Context: an optimization exercise on an open-source flow, tuned for small area, a short achievable clock period and few clock cycles per item. The choices shown serve that exercise and are no tape-out recipe. Only simulation tests tie the RTL to the original design; equivalence was not proved.

[flow/run.sh]
#!/bin/bash
# synth_recipe.tcl (not shown) runs the flow's synth.tcl, then flattens the netlist and writes it again
# the make line also repeats each setting of config.mk as NAME=value (left out here)
make -C /OpenROAD-flow-scripts/flow DESIGN_CONFIG=/design/flow/config.mk WORK_HOME=/design/flow/orfs CLKGATE_MAP_FILE= SYNTH_SCRIPT=/design/flow/synth_recipe.tcl finish
[flow/config.mk]
export PLATFORM = sky130hd
export DESIGN_NAME = aes_round_unit
export DESIGN_NICKNAME = aes_round_unit
export VERILOG_FILES = /design/flow/design.v
export SDC_FILE = /design/flow/constraint.sdc
export NUM_CORES = 4
export LEC_CHECK = 0
export CAP_MARGIN = 20
export CORE_MARGIN = 2
export CORE_UTILIZATION = 35
export PLACE_DENSITY = 0.45
export SETUP_SLACK_MARGIN = 0.3
export SLEW_MARGIN = 20
[flow/constraint.sdc]
create_clock -name core_clock -period 12.0 [get_ports {clk}]
set_input_delay 2.4000 -clock core_clock [delete_from_list [all_inputs] [get_ports {clk}]]
set_output_delay 2.4000 -clock core_clock [all_outputs]
set_load 0.01 [all_outputs]
[flow/design.v]
module aes_sbox (
    input  wire [7:0] a,
    output wire [7:0] y
);
    function [3:0] gmul(input [3:0] p, input [3:0] q);
        reg [6:0] r;
        begin
            r = ({3'b0, p & {4{q[0]}}}) ^ ({2'b0, p & {4{q[1]}}, 1'b0}) ^
                ({1'b0, p & {4{q[2]}}, 2'b0}) ^ ({p & {4{q[3]}}, 3'b0});
            gmul = r[3:0] ^ {r[6:4], 1'b0} ^ {1'b0, r[6:4]};
        end
    endfunction
    function [3:0] ginv(input [3:0] p);
        case (p)
            4'd0: ginv = 4'd0;
            4'd1: ginv = 4'd1;
            4'd2: ginv = 4'd9;
            4'd3: ginv = 4'd14;
            4'd4: ginv = 4'd13;
            4'd5: ginv = 4'd11;
            4'd6: ginv = 4'd7;
            4'd7: ginv = 4'd6;
            4'd8: ginv = 4'd15;
            4'd9: ginv = 4'd2;
            4'd10: ginv = 4'd12;
            4'd11: ginv = 4'd5;
            4'd12: ginv = 4'd10;
            4'd13: ginv = 4'd4;
            4'd14: ginv = 4'd3;
            4'd15: ginv = 4'd8;
            default: ginv = 4'd0;
        endcase
    endfunction
    wire [7:0] t;
    assign t[0] = a[0] ^ a[5] ^ a[7];
    assign t[1] = a[2];
    assign t[2] = a[2] ^ a[3] ^ a[4] ^ a[5] ^ a[6] ^ a[7];
    assign t[3] = a[3] ^ a[4];
    assign t[4] = a[4] ^ a[5] ^ a[6];
    assign t[5] = a[1] ^ a[4] ^ a[6] ^ a[7];
    assign t[6] = a[2] ^ a[3] ^ a[5] ^ a[7];
    assign t[7] = a[5] ^ a[7];
    wire [3:0] ah = t[7:4], al = t[3:0];
    wire [3:0] ahl;
    assign ahl[0] = ah[2];
    assign ahl[1] = ah[1] ^ ah[2] ^ ah[3];
    assign ahl[2] = ah[1];
    assign ahl[3] = ah[0] ^ ah[2] ^ ah[3];
    wire [3:0] alq;
    assign alq[0] = al[0] ^ al[2];
    assign alq[1] = al[2];
    assign alq[2] = al[1] ^ al[3];
    assign alq[3] = al[3];
    wire [3:0] d  = ahl ^ alq ^ gmul(ah, al);
    wire [3:0] di = ginv(d);
    wire [7:0] v  = {gmul(ah, di), gmul(ah ^ al, di)};
    assign y[0] = ~(v[0] ^ v[2] ^ v[6]);
    assign y[1] = ~(v[0] ^ v[1] ^ v[2] ^ v[3] ^ v[4] ^ v[5]);
    assign y[2] = (v[0] ^ v[3] ^ v[5] ^ v[6]);
    assign y[3] = (v[0] ^ v[2] ^ v[5]);
    assign y[4] = (v[0] ^ v[1] ^ v[3] ^ v[4] ^ v[5]);
    assign y[5] = ~(v[1] ^ v[2] ^ v[3] ^ v[5] ^ v[6] ^ v[7]);
    assign y[6] = ~(v[4] ^ v[6] ^ v[7]);
    assign y[7] = (v[1] ^ v[2]);
endmodule
module aes_keygen (
    input  wire [2:0]   mode,
    input  wire [7:0]   rcon,
    input  wire [255:0] win,
    output wire [127:0] g
);
    wire [31:0] w0 = win[255:224], w1 = win[223:192], w2 = win[191:160], w3 = win[159:128];
    wire [31:0] w4 = win[127:96],  w5 = win[95:64],    w6 = win[63:32],   w7 = win[31:0];
    wire k128 = (mode == 3'd0);
    wire k192 = (mode == 3'd1) || (mode == 3'd2) || (mode == 3'd3);
    wire sub2 = (mode == 3'd2);
    wire rot  = (mode != 3'd5);
    wire none = (mode == 3'd3);
    wire [31:0] x   = sub2 ? (w2 ^ w3 ^ w7) : w7;
    wire [31:0] sin = rot ? {x[23:0], x[31:24]} : x;
    wire [31:0] sout;
    aes_sbox u_s0 (.a(sin[31:24]), .y(sout[31:24]));
    aes_sbox u_s1 (.a(sin[23:16]), .y(sout[23:16]));
    aes_sbox u_s2 (.a(sin[15:8]),  .y(sout[15:8]));
    aes_sbox u_s3 (.a(sin[7:0]),   .y(sout[7:0]));
    wire [31:0] s = sout ^ {(mode == 3'd5) ? 8'h00 : rcon, 24'h0};
    wire [31:0] b0 = k128 ? w4 : k192 ? w2 : w0;
    wire [31:0] b1 = k128 ? w5 : k192 ? w3 : w1;
    wire [31:0] b2 = k128 ? w6 : k192 ? w4 : w2;
    wire [31:0] b3 = k128 ? w7 : k192 ? w5 : w3;
    wire [31:0] p0 = b0;
    wire [31:0] p1 = b0 ^ b1;
    wire [31:0] g0 = p0 ^ (sub2 || none ? w7 : s);
    wire [31:0] g1 = p1 ^ (sub2 || none ? w7 : s);
    wire [31:0] g2 = sub2 ? (b2 ^ s) : (p1 ^ b2 ^ (none ? w7 : s));
    wire [31:0] g3 = sub2 ? (b2 ^ b3 ^ s) : (p1 ^ b2 ^ b3 ^ (none ? w7 : s));
    assign g = {g0, g1, g2, g3};
endmodule
module aes_round_unit (
    input  wire         clk,
    input  wire         rst,         
    input  wire         in_valid,
    output wire         in_ready,
    input  wire [1:0]   in_ksize,    
    input  wire [255:0] in_key,      
    input  wire [127:0] in_block,
    output wire         out_valid,
    input  wire         out_ready,
    output wire [127:0] out_block
);
    reg         busy;        
    reg         done;        
    reg [1:0]   ksz;
    reg [3:0]   left;        
    reg [1:0]   ph;          
    reg [7:0]   rc;          
    reg [255:0] win;         
    reg [127:0] st;
    assign in_ready  = !busy && (!done || out_ready);
    assign out_valid = done;
    assign out_block = st;
    wire accept = in_ready && in_valid;
    wire last   = (left == 4'd0);
    reg [2:0] mode;
    always @(*) begin
        case (ksz)
            2'd0:    mode = 3'd0;
            2'd1:    mode = (ph == 2'd0) ? 3'd1 : (ph == 2'd1) ? 3'd2 : 3'd3;
            default: mode = ph[0] ? 3'd5 : 3'd4;
        endcase
    end
    wire [127:0] g;
    aes_keygen u_keygen (.mode(mode), .rcon(rc), .win(win), .g(g));
    reg [127:0] rk;
    always @(*) begin
        case (ksz)
            2'd0:    rk = g;
            2'd1:    rk = {win[63:0], g[127:64]};
            default: rk = win[127:0];
        endcase
    end
    wire rc_used = (ksz == 2'd0) || (ksz == 2'd1 && ph != 2'd2) || (ksz[1] && !ph[0]);
    function [7:0] xtime(input [7:0] b);
        xtime = {b[6:0], 1'b0} ^ (b[7] ? 8'h1b : 8'h00);
    endfunction
    function [31:0] mix_column(input [31:0] col);
        reg [7:0] a0, a1, a2, a3, t;
        begin
            {a0, a1, a2, a3} = col;
            t = a0 ^ a1 ^ a2 ^ a3;
            mix_column = {a0 ^ t ^ xtime(a0 ^ a1),
                          a1 ^ t ^ xtime(a1 ^ a2),
                          a2 ^ t ^ xtime(a2 ^ a3),
                          a3 ^ t ^ xtime(a3 ^ a0)};
        end
    endfunction
    wire [127:0] sb;
    genvar i;
    generate
        for (i = 0; i < 16; i = i + 1) begin : g_sbox
            aes_sbox u_sbox (.a(st[127 - 8*i -: 8]), .y(sb[127 - 8*i -: 8]));
        end
    endgenerate
    reg [127:0] sr;
    reg [127:0] mc;
    integer c, r;
    always @(*) begin
        for (c = 0; c < 4; c = c + 1)
            for (r = 0; r < 4; r = r + 1)
                sr[127 - 8*(4*c + r) -: 8] = sb[127 - 8*(4*((c + r) % 4) + r) -: 8];
        for (c = 0; c < 4; c = c + 1)
            mc[127 - 32*c -: 32] = mix_column(sr[127 - 32*c -: 32]);
    end
    wire [127:0] d_in  = accept ? in_block : last ? sr : mc;
    wire [127:0] k_in  = accept ? in_key[255:128] : rk;
    wire [127:0] st_nx = d_in ^ k_in;
    reg [255:0] win_init;
    always @(*) begin
        case (in_ksize)
            2'd0:    win_init = {in_key[127:0], in_key[255:128]};
            2'd1:    win_init = {in_key[63:0], in_key[255:64]};
            default: win_init = in_key;
        endcase
    end
    always @(posedge clk) begin
        if (rst) begin
            busy <= 1'b0;
            done <= 1'b0;
        end else if (accept) begin
            busy <= 1'b1;
            done <= 1'b0;
        end else if (busy) begin
            if (last) begin
                busy <= 1'b0;
                done <= 1'b1;
            end
        end else if (out_ready) begin
            done <= 1'b0;
        end
    end
    always @(posedge clk) begin
        if (accept) begin
            st   <= st_nx;
            win  <= win_init;
            ksz  <= in_ksize;
            left <= (in_ksize == 2'd0) ? 4'd9 : (in_ksize == 2'd1) ? 4'd11 : 4'd13;
            ph   <= 2'd0;
            rc   <= 8'h01;
        end else if (busy) begin
            st   <= st_nx;
            win  <= {win[127:0], g};
            left <= left - 4'd1;
            ph   <= (ksz == 2'd1) ? ((ph == 2'd2) ? 2'd0 : ph + 2'd1) : {1'b0, ~ph[0]};
            if (rc_used) rc <= xtime(rc);
        end
    end
endmodule
==> impl_metrics.toml <==
[cts]
hold_buffers = 0
path_clk_slew_ns = 0.06
cts_sinks = 402
cts_made_buffers = 59
cts_tree = "yes"
clk_path_buf_depth = 3
clk_latency_ns = 0.70
cts_resized = 0
root_buffer = "clkbuf_16"
htree_levels = 2
post_cts_buffers = 0

[worst_setup_path]
endpoint_kind = "flip-flop"
critical_path_required_ns = 12.39
crit_type = "flip-flop to flip-flop"
crit_fanout = 14
cp_common_cell = "xnor2_1"
critical-path-max-stage-delay_ns = 0.78
slowest_stage = "xnor2_1"
start_kind = "flip-flop"
crit_arrival_ns = 10.44

[drt]
wl_um = 328000
drtPass1Iterations = 8
wl_per_cell_um = 27.8
vias = 65700
via_per_inst = 5.58
detail-route-antenna-nets = 0
drtIter0Drc = 6346
drc = 0

[timing]
fin_skew_ns = 0.0373
tightest_slew_ns = 1.27
drv_slew = 0
relSlewSlack_pct = 14.9
hold_viol = 0
timing.fmax_ghz = 0.0995
setup_violations = 0
min_period_ns = 10.05
finalCritPeriodShare_pct = 83.8
timing.setup.tns_ns = 0
rsz0062_at_grt = "no"

[logic_synthesis]
ys_seq_area_share_pct = 17.3
synth_warnings = 2
synth_seq_cells = 402
syn_inst = 8929
ys_types = 111
synth_edf_count = 390
synth.most_common_cell = "xnor2_1"
netlist_top_cells_count = "xnor2_1 (1,598), nand2_1 (1,056), nor2_1 (916)"
synth_top_area_share_pct = 20.2
synth.avg_cell_area_um2 = 7.75
yosysTopAreaCell = "xnor2_1"
synthTopCellsByArea = "xnor2_1 (20%), edfxtp_1 (17%), mux2i_1 (8.5%)"
syn_nets = 9496
async_flop_share_pct = 0
netlist_area_um2 = 69200
synth_flop_cell = "edfxtp_1"

[floorplanning]
dieArea_um2 = 201000
coreArea_um2 = 197000
fp-row-count = 163
initial_core_util_pct = 35.2
die_h_um = 449
top_level_ports = 520
die_width_um = 449

[place]
placed_cell_area_um2 = 76700
port_buffers = 519
place_hpwl_um = 262000
gp_congestion = 0.957

[cells_and_area]
final_nets = 9656
fill_cells = 20300
ff_latch_area_um2 = 12000
synthToLayoutAreaGrowth_pct = 13.8
multiInputGateArea_um2 = 54100
final_area_um2 = 78700
drive_gt1_share_pct = 5.15

[min_path]
hold_class = "flip-flop to flip-flop"

[flow_run]
max_cap_violations = 0

[global_routing]
grt_usage_pct = 31.1
grt_first_pass_wirelength_um = 459000
overflow = 0
antenna_found_initial = 12
grt_max_degree = 175
grt_pass1_vias = 60700

[status]
outcome = "timing/DRC/antenna clean"
[metal layers]
metal | vias up | wire, um | global-route usage, %
li1 | 31100 | - | -
met2 | 2130 | 147000 | 49.5
met1 | 32100 | 144000 | 42.0
met4 | 2 | 19900 | 15.9
met5 | - | 10 | 0
met3 | 380 | 16500 | 2.76
[layout by cell type, fill, tap and decap left out, types with 18 or more instances in the layout]
master	count
a211o_1	20
a211oi_1	101
a21boi_0	18
a21o_1	21
a21oi_1	760
a221oi_1	20
a22oi_1	41
a311oi_1	19
a31o_2	19
a31oi_1	41
and2_1	21
and3_1	19
buf_4	155
clkbuf_16	60
clkdlybuf4s50_1	517
edfxtp_1	390
ha_1	177
inv_1	205
mux2_2	56
mux2i_1	581
nand2_1	1052
nand2b_1	57
nand3_1	86
nand3b_1	20
nor2_1	912
nor2b_1	46
nor3_1	98
o211ai_1	57
o21ai_0	608
o21ai_1	35
o22ai_1	54
o31ai_1	19
or3_1	65
xnor2_1	1597
xnor3_1	79
xor2_1	627
[final cells by class]
type | count | share of cell area [%]
clock buffer | 72 | 2.01
sequential | 402 | 15.2
inverter | 226 | 1.09
tap | 2640 | 4.19
multi-input combinational | 7714 | 68.7
clock inverter | 35 | 0.478
timing repair buffer | 686 | 8.35
antenna | 3 | 0.00953
[flip-flops by register name (all words and copies together), names as in the netlist]
| name | count |
|---|---|
| rc | 8 |
| ph | 2 |
| ksz | 2 |
| done | 1 |
| st | 128 |
| busy | 1 |
| win | 256 |
| left | 4 |
[kinds of logic after synthesis]
logic type               synth area share [%]
XOR/XNOR                                 31.9
multiplexers                             10.0
flip-flops                               17.3
buffers and inverters                    4.70
AO/OA/AOI/OAI                            17.5
AND/OR/NAND/NOR                          15.3
adder cells (fa/ha/maj)                  3.33
[worst paths after layout]
kind	start	endpoint	slack [ns]	cells past startpoint
max	st[23]	st[33]	1.95	27
min	done	done	0.52	2
max reg2reg	st[23]	st[33]	1.95	27
min reg2reg	done	done	0.52	2
[worst max-delay path, delay by kind of cell, from the launching register on]
family | cells | cell delay (ns)
flops | 1 | 0.59
compound gates | 4 | 1.54
fa+ha+maj | 2 | 0.42
simple gates | 6 | 1.80
xor+xnor | 13 | 4.89
buf+inv | 2 | 0.52
[metrics by stage]
stage          util [%]  setup slack, ns  cells  hold WS (ns)
2_1_floorplan         -             3.24   8929         0.476
3_3_place_gp       39.0             2.16  11700         0.502
3_5_place_dp       39.0             2.14  11700         0.504
4_1_cts            40.0             2.03  11800         0.516
5_1_grt            40.0             1.17  11800         0.539
6_report           40.0             1.95  11800         0.516
Testbench counts, summed over its fixed seeds: cycles 15,736, items 1,224.

[static timing again, ports no longer ideal]
In the flow no input, the clock included, has a driving cell. The finished layout below was timed again as built, in two steps. Step 1 (the two cells are an assumption about what drives the block):
set clk [get_ports {clk}]
set_driving_cell -lib_cell sky130_fd_sc_hd__clkbuf_16 $clk
set_driving_cell -lib_cell sky130_fd_sc_hd__buf_2 [delete_from_list [all_inputs] $clk]
Step 2 moves the port delays by t, midway between the first and last clock arrival at a register: inputs arrive t later, outputs are due t later. That takes back most of the time a late clock gives input paths. Three values: ideal ports, drivers, drivers and shift; two values: the first two.
shift t [ns]: 0.776
setup slack, ns: 1.945 / 1.945 / 1.945
worst slew at a driven data input, ns: 0.17
cell pins on the clock port's net: 1
After both steps setup and hold are still met in this run. For this run, drivers alone change the setup slack by 0.000 ns; drivers and shift together by 0.000 ns.
